What follows belongs to an exercise in optimizing a design on an open flow for small area, a short achievable clock period and few clock cycles; a production flow would make more cautious choices.
In this exercise RTL edits were held to simulation tests only and were not proved equivalent to the original.

<file path="flow/proto.hex">
000000
000000
000000
ffffff
fffffe
fffffd
fffffa
fffff6
fffff2
ffffec
ffffe4
ffffdb
ffffcf
ffffc2
ffffb3
ffffa1
ffff8d
ffff76
ffff5d
ffff40
ffff21
fffefe
fffed8
fffeae
fffe81
fffe50
fffe1c
fffde3
fffda7
fffd66
fffd21
fffcd8
fffc8a
fffc39
fffbe2
fffb87
fffb28
fffac4
fffa5c
fff9ee
fff97d
fff907
fff88c
fff80c
fff789
fff700
fff674
fff5e3
fff54e
fff4b5
fff417
fff376
fff2d1
fff229
fff17d
fff0ce
fff01c
ffef66
ffeeae
ffedf4
ffed38
ffec79
ffebb9
ffeaf7
ffea34
ffe970
ffe8ab
ffe7e7
ffe722
ffe65e
ffe59a
ffe4d8
ffe417
ffe358
ffe29c
ffe1e2
ffe12b
ffe078
ffdfc9
ffdf1e
ffde79
ffddd9
ffdd3f
ffdcab
ffdc1f
ffdb9a
ffdb1d
ffdaa8
ffda3d
ffd9db
ffd983
ffd937
ffd8f5
ffd8c0
ffd897
ffd87b
ffd86c
ffd86c
ffd87b
ffd899
ffd8c7
ffd906
ffd956
ffd9b7
ffda2b
ffdab2
ffdb4d
ffdbfb
ffdcbe
ffdd96
ffde85
ffdf89
ffe0a4
ffe1d7
ffe321
ffe484
ffe600
ffe795
ffe944
ffeb0d
ffecf1
ffeef0
fff10b
fff341
fff594
fff803
fffa90
fffd39
000000
0002e5
0005e7
000908
000c47
000fa5
001321
0016bb
001a74
001e4c
002243
002658
002a8c
002ede
00334e
0037dc
003c88
004151
004637
004b3b
00505a
005595
005aec
00605e
0065ea
006b90
00714e
007725
007d14
008319
008934
008f64
0095a7
009bfe
00a267
00a8e0
00af69
00b601
00bca6
00c357
00ca12
00d0d6
00d7a2
00de74
00e54b
00ec25
00f301
00f9dc
0100b5
01078a
010e5a
011522
011be1
012294
01293a
012fd1
013656
013cc7
014322
014966
014f8f
01559b
015b89
016155
0166fe
016c81
0171db
01770a
017c0c
0180de
01857e
0189e8
018e1b
019214
0195d0
01994d
019c87
019f7d
01a22c
01a491
01a6aa
01a873
01a9eb
01ab0e
01abdb
01ac4d
01ac64
01ac1c
01ab73
01aa67
01a8f4
01a718
01a4d2
01a21e
019efb
019b65
01975c
0192dc
018de3
018870
018280
017c11
017522
016db0
0165ba
015d3f
01543c
014ab0
014099
0135f7
012ac7
011f0a
0112bd
0105e0
00f871
00ea71
00dbde
00ccb8
00bcff
00acb1
009bcf
008a59
00784f
0065b1
005280
003ebb
002a64
00157a
000000
ffe9f6
ffd35c
ffbc35
ffa482
ff8c45
ff737e
ff5a31
ff405f
ff260a
ff0b35
feefe3
fed415
feb7cf
fe9b15
fe7de8
fe604d
fe4247
fe23d9
fe0508
fde5d8
fdc64c
fda66a
fd8636
fd65b3
fd44e9
fd23da
fd028d
fce107
fcbf4e
fc9d67
fc7b57
fc5926
fc36d9
fc1477
fbf205
fbcf8c
fbad11
fb8a9b
fb6832
fb45dd
fb23a3
fb018b
fadf9e
fabde3
fa9c63
fa7b24
fa5a2f
fa398d
fa1946
f9f963
f9d9eb
f9bae8
f99c63
f97e64
f960f5
f9441e
f927e8
f90c5d
f8f187
f8d76e
f8be1b
f8a599
f88df0
f8772b
f86153
f84c71
f8388e
f825b6
f813f0
f80348
f7f3c5
f7e573
f7d85a
f7cc84
f7c1fb
f7b8c8
f7b0f5
f7aa8a
f7a591
f7a214
f7a01b
f79fb0
f7a0dc
f7a3a7
f7a81a
f7ae3e
f7b61c
f7bfbc
f7cb25
f7d861
f7e778
f7f870
f80b52
f82026
f836f2
f84fbe
f86a91
f88771
f8a665
f8c773
f8eaa2
f90ff7
f93778
f9612b
f98d14
f9bb38
f9eb9c
fa1e45
fa5337
fa8a75
fac403
faffe4
fb3e1b
fb7eac
fbc197
fc06e0
fc4e89
fc9892
fce4fc
fd33c9
fd84fa
fdd88d
fe2e83
fe86dc
fee196
ff3eb1
ff9e2a
000000
006431
00cab9
013397
019ec6
020c43
027c09
02ee15
036262
03d8ea
0451a8
04cc96
0549ad
05c8e8
064a3f
06cdaa
075323
07daa1
08641b
08ef89
097ce2
0a0c1c
0a9d2e
0b300d
0bc4ae
0c5b08
0cf30f
0d8cb6
0e27f3
0ec4ba
0f62fd
1002b1
10a3c7
114633
11e9e7
128ed5
1334ef
13dc27
14846d
152db2
15d7e8
1682fe
172ee5
17db8d
1888e6
1936df
19e568
1a9470
1b43e5
1bf3b7
1ca3d4
1d542b
1e04aa
1eb53f
1f65d8
201663
20c6ce
217707
2226fb
22d698
2385cb
243481
24e2a9
25902e
263cff
26e909
279439
283e7c
28e7bf
298ff1
2a36fd
2adcd2
2b815d
2c248b
2cc64b
2d6689
2e0533
2ea238
2f3d85
2fd709
306eb2
31046e
31982b
3229da
32b968
3346c5
33d1e1
345aaa
34e111
356506
35e679
36655b
36e19d
375b30
37d205
38460e
38b73d
392585
3990d8
39f929
3a5e6c
3ac094
3b1f95
3b7b65
3bd3f6
3c2940
3c7b37
3cc9d2
3d1506
3d5ccb
3da117
3de1e3
3e1f26
3e58d9
3e8ef5
3ec172
3ef04c
3f1b7b
3f42fb
3f66c7
3f86da
3fa331
3fbbc7
3fd09a
3fe1a7
3feeed
3ff869
3ffe1a
400000
</file>
<file path="flow/run.sh">
#!/bin/bash
# synth_recipe.tcl (not shown) runs the flow's synth.tcl, then flattens the netlist and writes it again
# the make line also repeats each setting of config.mk as NAME=value (left out here)
make -C /OpenROAD-flow-scripts/flow DESIGN_CONFIG=/design/flow/config.mk WORK_HOME=/design/flow/orfs CLKGATE_MAP_FILE= SYNTH_SCRIPT=/design/flow/synth_recipe.tcl finish
</file>
<file path="flow/config.mk">
export PLATFORM = sky130hd
export DESIGN_NAME = resampler
export DESIGN_NICKNAME = resampler
export VERILOG_FILES = /design/flow/design.v
export SDC_FILE = /design/flow/constraint.sdc
export NUM_CORES = 4
export LEC_CHECK = 0
export CAP_MARGIN = 20
export CORE_MARGIN = 2
export CORE_UTILIZATION = 40
export PLACE_DENSITY = 0.6
export SLEW_MARGIN = 20
export SYNTH_MEMORY_MAX_BITS = 32768
</file>
<file path="flow/constraint.sdc">
create_clock -name core_clock -period 24.0 [get_ports {clk}]
set_input_delay 4.8000 -clock core_clock [delete_from_list [all_inputs] [get_ports {clk}]]
set_output_delay 4.8000 -clock core_clock [all_outputs]
set_load 0.01 [all_outputs]
</file>
<file path="flow/design.v">
module resampler (
    input  wire        clk,
    input  wire        rst,         
    input  wire        cmd_valid,
    input  wire        cmd_op,      
    input  wire [23:0] cmd_x,       
    input  wire [31:0] cmd_t,       
    output wire        cmd_ready,
    output reg         out_valid,
    output reg  [23:0] out_y,       
    output reg         out_sat,
    output reg         out_err
);
    localparam S_IDLE   = 3'd0;
    localparam S_SEARCH = 3'd1;
    localparam S_DIV    = 3'd2;
    localparam S_MAC    = 3'd3;
    localparam S_DONE   = 3'd4;
    reg [2:0] state;
    reg [23:0] proto [0:512];
    initial $readmemh("proto.hex", proto);
    reg [23:0] hist_x   [0:15];
    reg [31:0] hist_tau [0:15];
    reg [3:0]  wptr;
    reg [4:0]  count;
    assign cmd_ready = (state == S_IDLE);
    wire accept_push = cmd_valid && cmd_ready && !cmd_op;
    wire accept_comp = cmd_valid && cmd_ready &&  cmd_op;
    function [3:0] slot_of;
        input [3:0] wp;
        input [4:0] cnt;
        input [4:0] j;
        reg   [4:0] s;
        begin
            s = {1'b0, wp} - cnt + j;
            slot_of = s[3:0];
        end
    endfunction
    reg [31:0] u;
    reg        found;
    reg [4:0]  idx;         
    integer    j;
    always @(*) begin
        found = 1'b0;
        idx   = 5'd0;
        for (j = 0; j < 16; j = j + 1) begin
            if (j < count && hist_tau[slot_of(wptr, count, j)] <= u) begin
                found = 1'b1;
                idx   = j[4:0];
            end
        end
    end
    wire search_ok = found && (idx >= 5'd3) && (idx + 5'd4 < count);
    reg [4:0]  base;        
    reg [32:0] rem;
    reg [31:0] den;
    reg [15:0] mu;
    reg [3:0]  step;
    reg [2:0]  tap;         
    reg signed [55:0] acc;
    wire [10:0] q     = 11'd896 - {1'b0, tap, 7'd0} + {4'd0, mu[15:9]};
    wire [10:0] q1    = q + 11'd1;
    wire [8:0]  a     = mu[8:0];
    wire [9:0]  hidx0 = (q  <= 11'd512) ? q[9:0]  : (11'd1024 - q);
    wire [9:0]  hidx1 = (q1 <= 11'd512) ? q1[9:0] : (11'd1024 - q1);
    wire signed [23:0] h0 = proto[hidx0];
    wire signed [23:0] h1 = proto[hidx1];
    wire signed [24:0] hdiff  = h1 - h0;
    wire signed [34:0] interp = hdiff * $signed({1'b0, a});
    wire signed [25:0] c      = h0 + (interp >>> 9);
    wire [4:0]  xage = base + {2'b0, tap} - 5'd3;
    wire signed [23:0] xk = hist_x[slot_of(wptr, count, xage)];
    wire signed [49:0] prod = c * xk;
    wire signed [55:0] acc_next = acc + prod;
    wire        neg     = acc[55];
    wire [55:0] mag     = neg ? (~acc + 56'd1) : acc;
    wire [55:0] mag_rnd = (mag + 56'd2097152) >> 22;
    wire        ovf_pos = !neg && (mag_rnd > 56'd8388607);
    wire        ovf_neg =  neg && (mag_rnd > 56'd8388608);
    wire [23:0] y_rnd   = neg ? (~mag_rnd[23:0] + 24'd1) : mag_rnd[23:0];
    always @(posedge clk) begin
        if (rst) begin
            state     <= S_IDLE;
            wptr      <= 4'd0;
            count     <= 5'd0;
            out_valid <= 1'b0;
            out_y     <= 24'd0;
            out_sat   <= 1'b0;
            out_err   <= 1'b0;
        end else begin
            out_valid <= 1'b0;
            case (state)
                S_IDLE: begin
                    if (accept_push) begin
                        hist_x[wptr]   <= cmd_x;
                        hist_tau[wptr] <= cmd_t;
                        wptr           <= wptr + 4'd1;
                        if (count != 5'd16)
                            count <= count + 5'd1;
                    end else if (accept_comp) begin
                        u     <= cmd_t;
                        state <= S_SEARCH;
                    end
                end
                S_SEARCH: begin
                    if (search_ok) begin
                        base  <= idx;
                        rem   <= {1'b0, u - hist_tau[slot_of(wptr, count, idx)]};
                        den   <= hist_tau[slot_of(wptr, count, idx + 5'd1)]
                               - hist_tau[slot_of(wptr, count, idx)];
                        step  <= 4'd0;
                        state <= S_DIV;
                    end else begin
                        out_valid <= 1'b1;
                        out_y     <= 24'd0;
                        out_sat   <= 1'b0;
                        out_err   <= 1'b1;
                        state     <= S_IDLE;
                    end
                end
                S_DIV: begin
                    if ({rem[31:0], 1'b0} >= {1'b0, den}) begin
                        rem <= {rem[31:0], 1'b0} - {1'b0, den};
                        mu  <= {mu[14:0], 1'b1};
                    end else begin
                        rem <= {rem[31:0], 1'b0};
                        mu  <= {mu[14:0], 1'b0};
                    end
                    step <= step + 4'd1;
                    if (step == 4'd15) begin
                        tap   <= 3'd0;
                        acc   <= 56'sd0;
                        state <= S_MAC;
                    end
                end
                S_MAC: begin
                    acc <= acc_next;
                    tap <= tap + 3'd1;
                    if (tap == 3'd7)
                        state <= S_DONE;
                end
                S_DONE: begin
                    out_valid <= 1'b1;
                    out_err   <= 1'b0;
                    out_sat   <= ovf_pos || ovf_neg;
                    out_y     <= ovf_pos ? 24'h7fffff :
                                 ovf_neg ? 24'h800000 : y_rnd;
                    state     <= S_IDLE;
                end
                default: state <= S_IDLE;
            endcase
        end
    end
endmodule
</file>
==> notes.md <==
first-pass GRT wire length 971700 um; Least-Margin Pin Slew 1.293 ns; DIE WIDTH between 600 and 700 um; most used flip-flop cell after synthesis edfxtp_1; WS Path Type register to register; most used cell, CP fa_1; CTS Buffer Depth 4; Core ar. 355100 um^2; P&R area growth vs syn 11.22%; delay of the slowest critical-path stage 0.79 ns; Syn Nets ~16000; number of buffers created by CTS 140; total congestion overflow 0; Hold Vio Cnt, Final 0; Starting DRT DRC Count ~18000; Critical Path Source Type register; async set-reset flop share out of synthesis 0; fmax 43.45 MHz; register area share after synthesis 0.2320; Synth area leader edfxtp_1; Synth cell types 100; CP Max Fanout between 40 and 50; Final Util 0.4464; clock skew 0.1083 ns; # fillers ~34000; RR Startpoint tap[0]$_SDFFCE_PP0P_; CP endpoint acc[50]$_SDFFCE_PP0P_; Placer Congestion 1.090; layout net count 15910; WL/cell 36.75 um; Detailed Route WL 692600 um; largest net degree at the start of global routing 140; Clock Latency Late Sink 0.89 ns; Die Ht 600.9 um; Core Rows 219; Detail Placement HPWL 508500 um; GRT Util Overall 0.3770; clk sinks between 1000 and 1500; clk slew on worst S/H paths 0.07 ns; # IOs between 80 and 90; Cells after Synth 13800; Placed Cells 18530; syn_area_per_cell 10.33 um^2; final antenna-violating net count 0; FF-to-FF End acc[50]$_SDFFCE_PP0P_; die footprint 361100 um^2; CTS Root Cell clkbuf_16; share of the synthesized area in the top cell type 0.2265; Slowest cell on crit path nor3_1; Initial Utilization 0.4013; worst min-delay path category register to register; synth warn 1; final setup fails 0; vias 128100; fraction of layout cells with a size suffix above 1 0.1761; worst rel slew slack 0.1350; outcome complete, no violations; H-tree depth 4; Setup crit start tap[0]$_SDFFCE_PP0P_; final period utilization 0.9589; crit path capture type register; R2R cell count 86; drt pass-1 iters 9; Residual DRC 0; hold_ws between 0.4 and 0.5 ns; routed vias/inst 6.798; I/O Buffers 87; worst path arrival time around 24 ns; pre-CTS WS 0.6570 ns; EDFF count, synth approximately 1100; setup slack, reg-to-reg 0.99 ns; antenna violations before repair just over 80; total of max-cap violations 0; pins over their slew limit 0; post-synth design cell area between 100000 and 150000 um^2; min setup slack post-route 0.9871 ns; number of synthesized register bits around 1100; Worst EP required 24.56 ns; TritonCTS clock tree yes; min Tclk post-route 23.01 ns; fin cells 18850; number of global-route vias before repair between 100k and 150k; largest cells by area after synthesis edfxtp_1, mux4_2, fa_1
[routing by layer]
metal,up-vias,GRT usage,wire length [um]
li1,51960,-,-
met1,65200,0.5094,273700
met2,8951,0.5342,287700
met3,1960,0.1232,86450
met4,62,0.2016,44320
met5,-,0,447
[Yosys cell counts, types with 98 or more instances]
master	instances
o22ai_1	101
nor3_1	244
a211oi_1	139
xnor2_1	218
a31oi_1	145
mux2i_1	692
edfxtp_1	1075
nor2b_1	98
a21o_1	130
fa_1	927
inv_1	1276
ha_1	989
o21ai_0	627
and2_1	208
o211ai_1	131
nand2_1	1222
mux4_2	1108
xor2_1	116
nor2_1	832
clkbuf_1	782
nand3_1	258
buf_1	172
a21oi_1	838
nand4_1	143
[flip-flops by register name, summed over array words and instances, names as in the netlist]
register and flops:
wptr 4, step 4, out_err 1, acc 56, tap 3, mu 16
count 5, out_sat 1, base 4, state 3, out_valid 1, u 32
den 32, rem 32, hist_x 384, hist_tau 512, out_y 24
[through the flow]
| step | instance area, um^2 | setup TNS (ns) |
|---|---|---|
| 4_1_cts | 158100 | 0 |
| 5_1_grt | 158400 | -0.2517 |
| 3_5_place_dp | 153600 | 0 |
| 2_1_floorplan | 142500 | 0 |
| 3_3_place_gp | 153600 | 0 |
| 6_report | 158500 | 0 |
[kinds of logic (layout without fill, tap and decap cells)]
logic type,Yosys count,count (layout),synth area share
other,0,57,0
buffers and inverters,2248,2491,0.05948
and+or+nand+nor,3380,3380,0.1091
adders and majority gates,1916,1916,0.2170
DFF,1114,1114,0.2320
xor gates and xnor gates,335,335,0.02068
muxes,1846,1846,0.2273
AOI/OAI and AO/OA,2958,2958,0.1344
[cell usage in the layout (no fill, tap or decap), types with 70 or more instances in the layout]
master and n:
o21ai_0 616, o31ai_1 73, inv_1 1272, xnor2_1 188
nor2b_1 97, edfxtp_1 1075, a31oi_1 143, and2_1 208
mux2i_1 692, nand4_1 143, nand2_1 1217, nand3_1 258
a21oi_1 830, mux4_2 1108, o211ai_1 131, o311ai_0 71
clkdlybuf4s50_1 86, o22ai_1 101, a211oi_1 137, clkbuf_16 142
buf_4 836, xor2_1 98, a311oi_1 70, nor3_1 236
nand2b_1 73, nor2_1 797, ha_1 981, a21o_1 130
fa_1 922
[worst max-delay path: cells and delay by family (launching register included)]
family | cells | cell delay, ns
and+or+nand+nor | 18 | 3.29
DFF | 1 | 0.39
buffers and inverters | 17 | 2.77
xor gates and xnor gates | 8 | 1.76
AOI/OAI and AO/OA | 25 | 6.47
adders and majority gates | 18 | 8.00
[how the worst min path moves through the flow]
stage | start | endpoint | slack (ns) | depth (start not counted)
6_report | out_y[22]$_SDFFE_PP0P_ | out_y[22]$_SDFFE_PP0P_ | 0.47 | 1
3_5_place_dp | out_y[22]$_SDFFE_PP0P_ | out_y[22]$_SDFFE_PP0P_ | 0.46 | 1
5_1_grt | out_y[22]$_SDFFE_PP0P_ | out_y[22]$_SDFFE_PP0P_ | 0.50 | 1
2_1_floorplan | mu[11]$_DFFE_PP_ | mu[12]$_DFFE_PP_ | 0.42 | 0
3_3_place_gp | out_y[22]$_SDFFE_PP0P_ | out_y[22]$_SDFFE_PP0P_ | 0.45 | 1
4_1_cts | out_y[22]$_SDFFE_PP0P_ | out_y[22]$_SDFFE_PP0P_ | 0.47 | 1
[layout make-up]
cell class	instances	area, um^2	share of cell area
flip-flops and latches	1114	33060	0.2086
clock buffers	167	3667	0.02314
inverters	1283	4826	0.03044
repair buffers	963	7901	0.04985
diodes	57	142.6	0.0008998
clock inverters	78	763.2	0.004815
multi-input cells	10440	102200	0.6448
well taps	4751	5944	0.03750
[repair_timing]
item	in CTS	in global routing
setup endpoints to repair	0	23
resized for setup	0	22
hold buffers	0	0
hold endpoints to repair	0	0
setup buffers	0	5
Testbench counts, summed over its fixed seeds: cycles 67,286.

[afterwards: timing with drivers on the ports]
How much do the figures lean on ideal ports? The routed layout below was timed once more, with nothing changed but the port constraints. Step 1 sets driving cells, clkbuf_16 on the clock port and buf_2 on the other inputs (assumed; they add their load-dependent delay and slew). Step 2, shift: input delay + t, output delay - t, t = (earliest + latest rising clock arrival at the registers) / 2. This alone moves slack from input paths to output paths. Slacks: ideal ports / drivers / drivers and shift; pairs: ideal ports / drivers.
t (ns): 0.940
setup WS [ns]: 0.987 / 0.987 / 0.987
clock arrival spread, ns: 0.121 / 0.122
worst register clock-pin slew, ns: 0.07 / 0.07
pins driven straight from the clock port: 1
After both steps setup and hold are still met in this run. The setup slack of this run moves by 0.000 ns with the drivers and by 0.000 ns with both steps.
